This design comes from an exercise in tuning for small area and a short achievable clock period on the open sky130 flow, not from production work. Only simulation tests tie the RTL to the original design; equivalence was not proved.

Design bs4_encode, start of the top module:
module bs4_encode (
    input  wire          clk,
    input  wire          rst,
    input  wire          in_valid,
    input  wire [1:0]    mode,
    input  wire [1023:0] x,
    input  wire [511:0]  rnd,
    output reg           out_valid,
    output reg  [7:0]    scale,
    output reg  [127:0]  codes
);
For scale: about 11000 cells after synthesis, about 1700 I/O pins, about 0.089 mm2 of cells after synthesis.
clock: 50.0 ns
lec_check: 0
abc_area: 1
cap_margin: 30
core_area: 2 2 578 578
cts_cluster_diameter: 80
cts_cluster_size: 22
die_area: 0 0 580 580
place_density: 0.6
slew_margin: 20
standard.sh (not shown) runs the stock make flow with config.mk's settings and CLKGATE_MAP_FILE= SYNTH_SCRIPT=/design/flow/synth_recipe.tcl, a recipe that flattens the netlist after the stock synthesis.
==> flow/flow/run.sh <==
#!/bin/bash
# Own layout flow:
#  1. the standard synthesis (standard.sh synth), unchanged;
#  2. the combinational logic of that netlist re-mapped by Yosys/ABC with
#     flow/remap.abc (the flip-flops are kept as they are, by name and cell);
#  3. the standard ORFS layout from that netlist, with the port buffers
#     made of the plain buf_1 cell.
# Each tool writes its full output to a log file in this folder.
set -euo pipefail
# repair_timing aims for this much setup slack (a period of about 11.2 ns)
MARGIN=38.8
R=orfs/results/${FLOW_PLATFORM}/bs4_encode/base
LIB=${FLOW_HOME}/platforms/${FLOW_PLATFORM}/lib/sky130_fd_sc_hd__tt_025C_1v80.lib

bash standard.sh synth > flow_synth.log 2>&1

python3 flow/gencells.py "$LIB" cells_model.v > flow_gencells.log 2>&1
DU=$(grep -A40 "DONT_USE_CELLS" ${FLOW_HOME}/platforms/${FLOW_PLATFORM}/config.mk | grep -o "sky130_fd_sc_hd__[a-z0-9_]*" | sed 's/^/-dont_use /' | tr '\n' ' ')
cp $R/1_2_yosys.v synth_standard.v
cat > remap.ys <<EOS
read_verilog cells_model.v
read_verilog synth_standard.v
hierarchy -top ${FLOW_TOP}
flatten
opt_clean -purge
techmap
opt -fast
abc -liberty $LIB $DU -script flow/remap.abc
opt_clean -purge
hilomap -singleton -hicell sky130_fd_sc_hd__conb_1 HI -locell sky130_fd_sc_hd__conb_1 LO
splitnets
opt_clean -purge
insbuf -buf sky130_fd_sc_hd__buf_4 A X
check
stat -liberty $LIB
write_verilog -noattr -nohex -nodec synth_remapped.v
EOS
yosys -s remap.ys > flow_remap.log 2>&1
cp synth_remapped.v $R/1_2_yosys.v
rm -f $R/1_synth.odb $R/1_synth.sdc

bash standard.sh 'BUFFER_PORTS_ARGS=-buffer_cell sky130_fd_sc_hd__buf_1' "SETUP_SLACK_MARGIN=${MARGIN}" SKIP_GATE_CLONING=1 finish > flow_layout.log 2>&1
Other scripts of this flow, unchanged in this note and not shown: flow/flow/gencells.py, flow/flow/remap.abc
The starting point produced a clean layout.
Edit:
--- a/flow/flow/run.sh
+++ b/flow/flow/run.sh
@@ -41,2 +41,2 @@
 
-bash standard.sh 'BUFFER_PORTS_ARGS=-buffer_cell sky130_fd_sc_hd__buf_1' "SETUP_SLACK_MARGIN=${MARGIN}" SKIP_GATE_CLONING=1 finish > flow_layout.log 2>&1
+bash standard.sh 'BUFFER_PORTS_ARGS=-buffer_cell sky130_fd_sc_hd__buf_1' 'PLACE_PINS_ARGS=-min_distance 1 -min_distance_in_tracks' "SETUP_SLACK_MARGIN=${MARGIN}" finish > flow_layout.log 2>&1
- CORE_AREA: 2 2 578 578 -> 2 2 498 498
- CTS_BUF_LIST: default -> sky130_fd_sc_hd__clkbuf_8 sky130_fd_sc_hd__clkbuf_16
- DIE_AREA: 0 0 580 580 -> 0 0 500 500
Clock-buffer cell count fell by 44. Worst setup slack gets better by 64 ps. Via count falls by 0.36%. Critical path depth went up by 5. Design area went down by 3.7%. Maximum frequency came out higher by 0.56%. First-iteration DRC count is higher by 6.7%. Die area goes down by 26%. Cell count came out lower by 7.7%.
Edit:
- CORE_AREA: 2 2 498 498 -> 2 2 458 458
- CTS_BUF_LIST: sky130_fd_sc_hd__clkbuf_8 sky130_fd_sc_hd__clkbuf_16 -> default
- DIE_AREA: 0 0 500 500 -> 0 0 460 460
Result: Design area climbs by about 1.8%.

---

build 82:
bs4_encode, a different RTL version from the one above (not shown whole).
Size in the first run: about 11000 cells after synthesis.
clock: 50.0 ns
lec_check: 0
abc_area: 1
cap_margin: 20
core_area: 2 2 578 578
die_area: 0 0 580 580
place_density: 0.6
slew_margin: 20
==> flow/flow/run.sh <==
#!/bin/bash
# Own layout flow:
#  1. the standard synthesis (standard.sh synth), unchanged;
#  2. the combinational logic of that netlist re-mapped by Yosys/ABC with
#     flow/remap.abc (the flip-flops are kept as they are, by name and cell);
#  3. the standard ORFS layout from that netlist, with the port buffers
#     made of the plain buf_1 cell.
# Each tool writes its full output to a log file in this folder.
set -euo pipefail
# repair_timing aims for this much setup slack (a period of about 11.8 ns)
MARGIN=38.2
R=orfs/results/${FLOW_PLATFORM}/bs4_encode/base
LIB=${FLOW_HOME}/platforms/${FLOW_PLATFORM}/lib/sky130_fd_sc_hd__tt_025C_1v80.lib

bash standard.sh synth > flow_synth.log 2>&1

python3 flow/gencells.py "$LIB" cells_model.v > flow_gencells.log 2>&1
DU=$(grep -A40 "DONT_USE_CELLS" ${FLOW_HOME}/platforms/${FLOW_PLATFORM}/config.mk | grep -o "sky130_fd_sc_hd__[a-z0-9_]*" | sed 's/^/-dont_use /' | tr '\n' ' ')
cp $R/1_2_yosys.v synth_standard.v
cat > remap.ys <<EOS
read_verilog cells_model.v
read_verilog synth_standard.v
hierarchy -top ${FLOW_TOP}
flatten
opt_clean -purge
techmap
opt -fast
abc -liberty $LIB $DU -script flow/remap.abc
opt_clean -purge
hilomap -singleton -hicell sky130_fd_sc_hd__conb_1 HI -locell sky130_fd_sc_hd__conb_1 LO
splitnets
opt_clean -purge
insbuf -buf sky130_fd_sc_hd__buf_4 A X
check
stat -liberty $LIB
write_verilog -noattr -nohex -nodec synth_remapped.v
EOS
yosys -s remap.ys > flow_remap.log 2>&1
cp synth_remapped.v $R/1_2_yosys.v
rm -f $R/1_synth.odb $R/1_synth.sdc

bash standard.sh 'BUFFER_PORTS_ARGS=-buffer_cell sky130_fd_sc_hd__buf_1' "SETUP_SLACK_MARGIN=${MARGIN}" finish > flow_layout.log 2>&1
Other scripts of this flow, unchanged in this note and not shown: flow/flow/gencells.py, flow/flow/remap.abc
What build 38 does differently from build 82 at the input level:
-- flow/flow/run.sh --
<<< build 82, line 41

bash standard.sh 'BUFFER_PORTS_ARGS=-buffer_cell sky130_fd_sc_hd__buf_1' "SETUP_SLACK_MARGIN=${MARGIN}" finish > flow_layout.log 2>&1
>>> build 38, line 41

bash standard.sh 'BUFFER_PORTS_ARGS=-buffer_cell sky130_fd_sc_hd__buf_1' 'PLACE_PINS_ARGS=-min_distance 1 -min_distance_in_tracks' "SETUP_SLACK_MARGIN=${MARGIN}" finish > flow_layout.log 2>&1
-- flow/config.mk --
<<< build 82, line 9
export CAP_MARGIN = 20
export CORE_AREA = 2 2 578 578
export DIE_AREA = 0 0 580 580
export PLACE_DENSITY = 0.6
>>> build 38, line 9
export CAP_MARGIN = 20
export CORE_AREA = 2 2 438 438
export DIE_AREA = 0 0 440 440
export PLACE_DENSITY = 0.6
Notes after the runs:
Both conditions hold for build 38: the flow ran to the end and the final layout passed the timing, design-rule and antenna checks.
| non-filler instance count after layout | build 38 vs build 82 | about 10% lower |
Compared with build 82, build 38 shows a higher global-route track usage on met3.
A capture point of the worst path of codes[64]$_DFF_P_ is what build 82 shows, while codes[61]$_DFF_P_ belongs to build 38.
Setup changes, build 38 to build 76
-- flow/flow/run.sh --
<<< build 38, line 41

bash standard.sh 'BUFFER_PORTS_ARGS=-buffer_cell sky130_fd_sc_hd__buf_1' 'PLACE_PINS_ARGS=-min_distance 1 -min_distance_in_tracks' "SETUP_SLACK_MARGIN=${MARGIN}" finish > flow_layout.log 2>&1
>>> build 76, line 41

bash standard.sh 'BUFFER_PORTS_ARGS=-buffer_cell sky130_fd_sc_hd__buf_1' "SETUP_SLACK_MARGIN=${MARGIN}" finish > flow_layout.log 2>&1
-- flow/config.mk --
<<< build 38, line 9
export CAP_MARGIN = 20
export CORE_AREA = 2 2 438 438
export DIE_AREA = 0 0 440 440
export PLACE_DENSITY = 0.6
>>> build 76, line 9
export CAP_MARGIN = 20
export CORE_MARGIN = 2
export CORE_UTILIZATION = 20
export CTS_BUF_LIST = sky130_fd_sc_hd__clkbuf_4 sky130_fd_sc_hd__clkbuf_8
export PLACE_DENSITY = 0.6
==> comparison <==
- Build 76: post-synthesis to final-layout area growth is 8.8 points higher than what build 38 reported.
- Lower number of buffers inserted during clock tree synthesis among build 38 and build 76: build 38
- Higher final standard cell count with taps included and fillers excluded goes to build 76 over build 38.
- Delta (build 76 minus build 38): net count reported at finish picked up an extra 205; instance area at placement increased 5000 µm².
- Cell row count grows by more than half when moving from build 38 to build 76.
- The run with more setup slack is build 76; build 38 has less.
- Build 38 → build 76: sum of met2 wire segment lengths after detailed routing moved up, via density per instance moved down, number of signal-net buffers in the layout moved up.
Edits applied to the flow inputs when going from build 76 to build 31:
-- flow/config.mk --
<<< build 76, line 11
export CORE_UTILIZATION = 20
export CTS_BUF_LIST = sky130_fd_sc_hd__clkbuf_4 sky130_fd_sc_hd__clkbuf_8
export PLACE_DENSITY = 0.6
>>> build 31, line 11
export CORE_UTILIZATION = 20
export PLACE_DENSITY = 0.6
Notes after the runs:
- Build 31: PASS, flow complete, no timing, DRC or antenna violations
- Build 76 → build 31: final area lost about 1.8%; critical path data required time lost 180 ps; wire length reported by the detailed router neither gained nor lost much.

---

RTL: one of the versions met above, not the one the previous note started from.
Size in the first run: ~1,700 I/O pins, roughly 89,000 µm² of cells after synthesis.
export LEC_CHECK = 0
export ABC_AREA = 1
export CAP_MARGIN = 30
export CORE_AREA = 2 2 498 498
export CTS_CLUSTER_DIAMETER = 80
export CTS_CLUSTER_SIZE = 22
export DIE_AREA = 0 0 500 500
export PLACE_DENSITY = 0.6
export SLEW_MARGIN = 20
create_clock -name core_clock -period 50.0 [get_ports {clk}]
==> flow/flow/run.sh <==
#!/bin/bash
# Own layout flow:
#  1. the standard synthesis (standard.sh synth), unchanged;
#  2. the combinational logic of that netlist re-mapped by Yosys/ABC with
#     flow/remap.abc (the flip-flops are kept as they are, by name and cell);
#  3. the standard ORFS layout from that netlist, with the port buffers
#     made of the plain buf_1 cell.
# Each tool writes its full output to a log file in this folder.
set -euo pipefail
# repair_timing aims for this much setup slack (a period of about 11.0 ns)
MARGIN=39.0
R=orfs/results/${FLOW_PLATFORM}/bs4_encode/base
LIB=${FLOW_HOME}/platforms/${FLOW_PLATFORM}/lib/sky130_fd_sc_hd__tt_025C_1v80.lib

bash standard.sh synth > flow_synth.log 2>&1

python3 flow/gencells.py "$LIB" cells_model.v > flow_gencells.log 2>&1
DU=$(grep -A40 "DONT_USE_CELLS" ${FLOW_HOME}/platforms/${FLOW_PLATFORM}/config.mk | grep -o "sky130_fd_sc_hd__[a-z0-9_]*" | sed 's/^/-dont_use /' | tr '\n' ' ')
cp $R/1_2_yosys.v synth_standard.v
cat > remap.ys <<EOS
read_verilog cells_model.v
read_verilog synth_standard.v
hierarchy -top ${FLOW_TOP}
flatten
opt_clean -purge
techmap
opt -fast
abc -liberty $LIB $DU -script flow/remap.abc
opt_clean -purge
hilomap -singleton -hicell sky130_fd_sc_hd__conb_1 HI -locell sky130_fd_sc_hd__conb_1 LO
splitnets
opt_clean -purge
insbuf -buf sky130_fd_sc_hd__buf_4 A X
check
stat -liberty $LIB
write_verilog -noattr -nohex -nodec synth_remapped.v
EOS
yosys -s remap.ys > flow_remap.log 2>&1
cp synth_remapped.v $R/1_2_yosys.v
rm -f $R/1_synth.odb $R/1_synth.sdc

bash standard.sh 'BUFFER_PORTS_ARGS=-buffer_cell sky130_fd_sc_hd__buf_1' 'PLACE_PINS_ARGS=-min_distance 1 -min_distance_in_tracks' "SETUP_SLACK_MARGIN=${MARGIN}" finish > flow_layout.log 2>&1
Other scripts of this flow, unchanged in this note and not shown: flow/flow/gencells.py, flow/flow/remap.abc
The first run ran to the end with no violations.
Edit:
--- a/flow/flow/run.sh
+++ b/flow/flow/run.sh
@@ -8,6 +8,6 @@
 # Each tool writes its full output to a log file in this folder.
 set -euo pipefail
-# repair_timing aims for this much setup slack (a period of about 11.0 ns)
-MARGIN=39.0
+# repair_timing aims for this much setup slack (a period of about 11.2 ns)
+MARGIN=38.8
 R=orfs/results/${FLOW_PLATFORM}/bs4_encode/base
 LIB=${FLOW_HOME}/platforms/${FLOW_PLATFORM}/lib/sky130_fd_sc_hd__tt_025C_1v80.lib
@@ -40,3 +40,3 @@
 rm -f $R/1_synth.odb $R/1_synth.sdc
 
-bash standard.sh 'BUFFER_PORTS_ARGS=-buffer_cell sky130_fd_sc_hd__buf_1' 'PLACE_PINS_ARGS=-min_distance 1 -min_distance_in_tracks' "SETUP_SLACK_MARGIN=${MARGIN}" finish > flow_layout.log 2>&1
+bash standard.sh 'BUFFER_PORTS_ARGS=-buffer_cell sky130_fd_sc_hd__buf_1' "SETUP_SLACK_MARGIN=${MARGIN}" finish > flow_layout.log 2>&1
Settings changed: CORE_AREA 2 2 498 498 to 2 2 578 578, DIE_AREA 0 0 500 500 to 0 0 580 580.
Final area came out higher slightly.
Routed wire length goes up by roughly a tenth.
Fmax falls slightly.
Global-route usage came out lower by 5.8 points.

---

## the previous run
bs4_encode, a different RTL version from the one above (not shown whole).
Size in the first run: roughly 13000 cells after synthesis, about 140 flip-flops.
clock: 50.0 ns
lec_check: 0
abc_area: 1
cap_margin: 20
core_margin: 2
core_utilization: 20
place_density: 0.6
slew_margin: 20
run.sh (not shown) runs the stock make flow with config.mk's settings and CLKGATE_MAP_FILE= SYNTH_SCRIPT=/design/flow/synth_recipe.tcl, a recipe that flattens the netlist after the stock synthesis.
Stock flow here: none of the scripts above is used.
[inputs] the current run vs the previous run
==> flow/flow/run.sh (new file) <==
#!/bin/bash
# Standard ORFS layout, except that the port buffers are the platform's
# smallest plain buffer (buf_1) instead of the weakest-drive delay cell.
set -euo pipefail
bash standard.sh 'BUFFER_PORTS_ARGS=-buffer_cell sky130_fd_sc_hd__buf_1' finish > std_flow.log 2>&1
==> flow/standard.sh (new file) <==
#!/bin/bash
# synth_recipe.tcl (not shown) runs the flow's synth.tcl, then flattens the netlist and writes it again
# the make line also repeats each setting of config.mk as NAME=value (left out here)
make -C /OpenROAD-flow-scripts/flow DESIGN_CONFIG=/design/flow/config.mk WORK_HOME=/design/flow/orfs CLKGATE_MAP_FILE= SYNTH_SCRIPT=/design/flow/synth_recipe.tcl "${@:-finish}"
removed: flow/run.sh
Notes after the runs:
The lower first-pass GRT wire length came out of the current run. The current run vs. the previous run: number of non-clock buffers rose 24; utilization shows a reduction of 3.1 points; routed metal-1 wirelength decreased by 1.2% relative to the old numbers. Compared with the previous run, the current run shows pin count of the biggest net entering global routing that has gone down by more than 10%. Changes observed in the current run relative to the previous run: worst setup slack decreased by 0.37 ns relative to the old numbers; cell area decreased by 0.010 mm² relative to the old numbers.

---

Setup of run A:
bs4_encode with an RTL version that a note above also has.
Size: about 1700 I/O pins, ~89000 um2 of cells after synthesis.
==> flow/config.mk <==
export PLATFORM = sky130hd
export DESIGN_NAME = bs4_encode
export DESIGN_NICKNAME = bs4_encode
export VERILOG_FILES = /design/flow/design.v
export SDC_FILE = /design/flow/constraint.sdc
export NUM_CORES = 8
export LEC_CHECK = 0
export ABC_AREA = 1
export CAP_MARGIN = 30
export CORE_AREA = 2 2 578 578
export CTS_CLUSTER_DIAMETER = 80
export CTS_CLUSTER_SIZE = 22
export DIE_AREA = 0 0 580 580
export GPL_TIMING_DRIVEN = 1
export PLACE_DENSITY = 0.6
export SLEW_MARGIN = 20
==> flow/constraint.sdc <==
create_clock -name core_clock -period 50.0 [get_ports {clk}]
set_input_delay 10.0000 -clock core_clock [delete_from_list [all_inputs] [get_ports {clk}]]
set_output_delay 10.0000 -clock core_clock [all_outputs]
set_load 0.01 [all_outputs]
standard.sh (not shown) runs the stock make flow with config.mk's settings and CLKGATE_MAP_FILE= SYNTH_SCRIPT=/design/flow/synth_recipe.tcl, a recipe that flattens the netlist after the stock synthesis.
==> flow/flow/run.sh <==
#!/bin/bash
# Own layout flow:
#  1. the standard synthesis (standard.sh synth), unchanged;
#  2. the combinational logic of that netlist re-mapped by Yosys/ABC with
#     flow/remap.abc (the flip-flops are kept as they are, by name and cell);
#  3. the standard ORFS layout from that netlist, with the port buffers
#     made of the plain buf_1 cell.
# Each tool writes its full output to a log file in this folder.
set -euo pipefail
# repair_timing aims for this much setup slack (a period of about 11.2 ns)
MARGIN=38.8
R=orfs/results/${FLOW_PLATFORM}/bs4_encode/base
LIB=${FLOW_HOME}/platforms/${FLOW_PLATFORM}/lib/sky130_fd_sc_hd__tt_025C_1v80.lib

bash standard.sh synth > flow_synth.log 2>&1

python3 flow/gencells.py "$LIB" cells_model.v > flow_gencells.log 2>&1
DU=$(grep -A40 "DONT_USE_CELLS" ${FLOW_HOME}/platforms/${FLOW_PLATFORM}/config.mk | grep -o "sky130_fd_sc_hd__[a-z0-9_]*" | sed 's/^/-dont_use /' | tr '\n' ' ')
cp $R/1_2_yosys.v synth_standard.v
cat > remap.ys <<EOS
read_verilog cells_model.v
read_verilog synth_standard.v
hierarchy -top ${FLOW_TOP}
flatten
opt_clean -purge
techmap
opt -fast
abc -liberty $LIB $DU -script flow/remap.abc
opt_clean -purge
hilomap -singleton -hicell sky130_fd_sc_hd__conb_1 HI -locell sky130_fd_sc_hd__conb_1 LO
splitnets
opt_clean -purge
insbuf -buf sky130_fd_sc_hd__buf_4 A X
check
stat -liberty $LIB
write_verilog -noattr -nohex -nodec synth_remapped.v
EOS
yosys -s remap.ys > flow_remap.log 2>&1
cp synth_remapped.v $R/1_2_yosys.v
rm -f $R/1_synth.odb $R/1_synth.sdc

bash standard.sh 'BUFFER_PORTS_ARGS=-buffer_cell sky130_fd_sc_hd__buf_1' "SETUP_SLACK_MARGIN=${MARGIN}" finish > flow_layout.log 2>&1
Other scripts of this flow, unchanged in this note and not shown: flow/flow/gencells.py, flow/flow/remap.abc
Modified inputs, run B compared to run A
--- a/flow/flow/run.sh
+++ b/flow/flow/run.sh
@@ -40,3 +40,3 @@
 rm -f $R/1_synth.odb $R/1_synth.sdc
 
-bash standard.sh 'BUFFER_PORTS_ARGS=-buffer_cell sky130_fd_sc_hd__buf_1' "SETUP_SLACK_MARGIN=${MARGIN}" finish > flow_layout.log 2>&1
+bash standard.sh 'BUFFER_PORTS_ARGS=-buffer_cell sky130_fd_sc_hd__buf_1' 'PLACE_PINS_ARGS=-min_distance 1 -min_distance_in_tracks' "SETUP_SLACK_MARGIN=${MARGIN}" finish > flow_layout.log 2>&1
--- a/flow/config.mk
+++ b/flow/config.mk
@@ -8,9 +8,8 @@
 export ABC_AREA = 1
 export CAP_MARGIN = 30
-export CORE_AREA = 2 2 578 578
+export CORE_AREA = 2 2 498 498
 export CTS_CLUSTER_DIAMETER = 80
 export CTS_CLUSTER_SIZE = 22
-export DIE_AREA = 0 0 580 580
-export GPL_TIMING_DRIVEN = 1
+export DIE_AREA = 0 0 500 500
 export PLACE_DENSITY = 0.6
 export SLEW_MARGIN = 20
Findings:
Diff run A..run B | average cell area after synthesis | unchanged. Summary: with run A as the reference, number of clock-tree buffers in the layout in run B moved down by more than a quarter. A critical path endpoint of codes[113] is what run A shows, while th_h[7] belongs to run B. For die area, dividing the value from run B by the value from run A gives 0.74. Core utilization delta for run B relative to run A: 10 points higher.
#### Input delta (run C over run B)
--- a/flow/flow/run.sh
+++ b/flow/flow/run.sh
@@ -8,6 +8,6 @@
 # Each tool writes its full output to a log file in this folder.
 set -euo pipefail
-# repair_timing aims for this much setup slack (a period of about 11.2 ns)
-MARGIN=38.8
+# repair_timing aims for this much setup slack (a period of about 11.5 ns)
+MARGIN=38.5
 R=orfs/results/${FLOW_PLATFORM}/bs4_encode/base
 LIB=${FLOW_HOME}/platforms/${FLOW_PLATFORM}/lib/sky130_fd_sc_hd__tt_025C_1v80.lib
@@ -40,3 +40,3 @@
 rm -f $R/1_synth.odb $R/1_synth.sdc
 
-bash standard.sh 'BUFFER_PORTS_ARGS=-buffer_cell sky130_fd_sc_hd__buf_1' 'PLACE_PINS_ARGS=-min_distance 1 -min_distance_in_tracks' "SETUP_SLACK_MARGIN=${MARGIN}" finish > flow_layout.log 2>&1
+bash standard.sh 'BUFFER_PORTS_ARGS=-buffer_cell sky130_fd_sc_hd__buf_1' "SETUP_SLACK_MARGIN=${MARGIN}" finish > flow_layout.log 2>&1
--- a/flow/config.mk
+++ b/flow/config.mk
@@ -8,8 +8,8 @@
 export ABC_AREA = 1
 export CAP_MARGIN = 30
-export CORE_AREA = 2 2 498 498
-export CTS_CLUSTER_DIAMETER = 80
-export CTS_CLUSTER_SIZE = 22
-export DIE_AREA = 0 0 500 500
+export CORE_AREA = 2 2 578 578
+export CTS_CLUSTER_DIAMETER = 60
+export CTS_CLUSTER_SIZE = 26
+export DIE_AREA = 0 0 580 580
 export PLACE_DENSITY = 0.6
 export SLEW_MARGIN = 20
Notes after the runs:
Run C has completed all stages; timing, DRC and antenna checks passed. Launch point of the critical path = x[124]: run B; launch point of the critical path = x[1020]: run C. Per the comparison of run C with run B, detailed-routing iteration count for the pre-antenna-repair pass up 1, arrival time at the worst endpoint up 0.20 ns, worst setup slack down 0.21 ns, final weighted congestion of routability-driven global placement flat. Taking run B as the reference point, the total of clock buffers placed in the layout of run C rises by 73. Compared with run B, in run C path depth of the worst reg2reg path saw an increase; wire length saw an increase. Run C vs run B, fraction of cell area in non-clock buffers went down by 0.79 points.
Setup changes, run C to run D
--- a/flow/config.mk
+++ b/flow/config.mk
@@ -9,6 +9,6 @@
 export CAP_MARGIN = 30
 export CORE_AREA = 2 2 578 578
-export CTS_CLUSTER_DIAMETER = 60
-export CTS_CLUSTER_SIZE = 26
+export CTS_CLUSTER_DIAMETER = 80
+export CTS_CLUSTER_SIZE = 22
 export DIE_AREA = 0 0 580 580
 export PLACE_DENSITY = 0.6
Measured against each other, run C and run D differ in area added between synthesis and finish, the lower figure coming from run D.
Run D vs. run C: proportion of cell area occupied by multi-input gates rose 0.98 points; register-to-register setup slack fell 0.02 ns.
Run D — final area 1.7% lower, run C as reference
On fmax, run D tracks run C almost exactly.
## Diff of input files: run E against run D
--- a/flow/flow/run.sh
+++ b/flow/flow/run.sh
@@ -8,6 +8,6 @@
 # Each tool writes its full output to a log file in this folder.
 set -euo pipefail
-# repair_timing aims for this much setup slack (a period of about 11.5 ns)
-MARGIN=38.5
+# repair_timing aims for this much setup slack (a period of about 11.35 ns)
+MARGIN=38.65
 R=orfs/results/${FLOW_PLATFORM}/bs4_encode/base
 LIB=${FLOW_HOME}/platforms/${FLOW_PLATFORM}/lib/sky130_fd_sc_hd__tt_025C_1v80.lib
@@ -40,3 +40,3 @@
 rm -f $R/1_synth.odb $R/1_synth.sdc
 
-bash standard.sh 'BUFFER_PORTS_ARGS=-buffer_cell sky130_fd_sc_hd__buf_1' "SETUP_SLACK_MARGIN=${MARGIN}" finish > flow_layout.log 2>&1
+bash standard.sh 'BUFFER_PORTS_ARGS=-buffer_cell sky130_fd_sc_hd__buf_1' 'PLACE_PINS_ARGS=-min_distance 1 -min_distance_in_tracks' "SETUP_SLACK_MARGIN=${MARGIN}" finish > flow_layout.log 2>&1
--- a/flow/config.mk
+++ b/flow/config.mk
@@ -8,8 +8,8 @@
 export ABC_AREA = 1
 export CAP_MARGIN = 30
-export CORE_AREA = 2 2 578 578
+export CORE_AREA = 2 2 498 498
 export CTS_CLUSTER_DIAMETER = 80
 export CTS_CLUSTER_SIZE = 22
-export DIE_AREA = 0 0 580 580
+export DIE_AREA = 0 0 500 500
 export PLACE_DENSITY = 0.6
 export SLEW_MARGIN = 20
==> comparison <==
For routed wire length, dividing the value from run E by the value from run D gives 0.853.
In run E relative to run D, net count reported at finish had gone down slightly.
Core utilization up 10 points in run E wrt run D
[compare] base=run D new=run E: area growth from synthesis to layout decreased by 3.7 points relative to the old numbers; time the final worst path needs with I/O delays and setup decreased by 0.059 ns relative to the old numbers; final cell count decreased by 1326 relative to the old numbers; initial antenna violation count decreased by 50% relative to the old numbers.
From run D to run E the numbers moved as follows: length of routed met2 wiring fell 17%; worst slack after detailed placement has increased.
What run F does differently from run E at the input level:
--- a/flow/flow/run.sh
+++ b/flow/flow/run.sh
@@ -8,6 +8,6 @@
 # Each tool writes its full output to a log file in this folder.
 set -euo pipefail
-# repair_timing aims for this much setup slack (a period of about 11.35 ns)
-MARGIN=38.65
+# repair_timing aims for this much setup slack (a period of about 11.2 ns)
+MARGIN=38.8
 R=orfs/results/${FLOW_PLATFORM}/bs4_encode/base
 LIB=${FLOW_HOME}/platforms/${FLOW_PLATFORM}/lib/sky130_fd_sc_hd__tt_025C_1v80.lib
@@ -40,3 +40,3 @@
 rm -f $R/1_synth.odb $R/1_synth.sdc
 
-bash standard.sh 'BUFFER_PORTS_ARGS=-buffer_cell sky130_fd_sc_hd__buf_1' 'PLACE_PINS_ARGS=-min_distance 1 -min_distance_in_tracks' "SETUP_SLACK_MARGIN=${MARGIN}" finish > flow_layout.log 2>&1
+bash standard.sh 'BUFFER_PORTS_ARGS=-buffer_cell sky130_fd_sc_hd__buf_1' "SETUP_SLACK_MARGIN=${MARGIN}" finish > flow_layout.log 2>&1
--- a/flow/config.mk
+++ b/flow/config.mk
@@ -8,8 +8,8 @@
 export ABC_AREA = 1
 export CAP_MARGIN = 30
-export CORE_AREA = 2 2 498 498
+export CORE_AREA = 2 2 578 578
 export CTS_CLUSTER_DIAMETER = 80
 export CTS_CLUSTER_SIZE = 22
-export DIE_AREA = 0 0 500 500
-export PLACE_DENSITY = 0.6
+export DIE_AREA = 0 0 580 580
+export PLACE_DENSITY = 0.75
 export SLEW_MARGIN = 20
Notes after the runs:
Diff run E -> run F | area of the die | increase of 35%
Diff run E -> run F: share of the clock period used by the worst path after layout ~0 delta, worst hold slack fell 0.0094 ns.

separate check: timing with driven ports:
Ports are ideal in the flow. The routed layouts listed here were re-timed in OpenROAD. Step 1, drivers: a clkbuf_16 drives clk and a buf_2 each remaining input, both assumed. Step 2 also shifts input and output timing later by t, the mid clock arrival at the registers, as if the neighbouring blocks saw the same clock. Slacks: no drivers / after step 1 / after step 2; pairs: no drivers / after step 1.
run	t (ns)	setup slack, ns	latest minus earliest clock arrival (ns)
the first run of note 1	0.998	38.565 / 38.457 / 37.641	0.086 / 0.086
the second run of note 1	0.934	38.629 / 38.550 / 37.753	0.043 / 0.043
the third run of note 1	0.901	38.654 / 38.546 / 37.851	0.047 / 0.047
build 82	1.034	37.876 / 37.876 / 37.876	0.076 / 0.077
build 38	0.957	37.518 / 37.518 / 37.518	0.048 / 0.048
build 76	1.238	38.247 / 38.192 / 38.247	0.098 / 0.098
build 31	1.053	38.191 / 38.132 / 38.191	0.110 / 0.110
the first run of note 3	0.934	38.626 / 38.515 / 37.946	0.070 / 0.070
the second run of note 3	0.996	38.564 / 38.450 / 37.698	0.078 / 0.079
the previous run	0.704	20.274 / 20.208 / 19.505	0.029 / 0.029
the current run	0.676	19.905 / 19.868 / 19.191	0.035 / 0.035
run A	0.996	38.564 / 38.450 / 37.698	0.078 / 0.079
run B	0.934	38.638 / 38.550 / 37.764	0.043 / 0.043
run C	1.026	38.426 / 38.420 / 37.424	0.065 / 0.065
run D	0.996	38.396 / 38.386 / 37.390	0.073 / 0.073
run E	0.916	38.454 / 38.498 / 37.582	0.057 / 0.056
run F	1.044	38.504 / 38.388 / 37.610	0.086 / 0.085
After both steps setup and hold are still met in every run listed. The setup slack of run D, which loses most, moves by -0.010 ns with the drivers and by -1.006 ns with both steps.
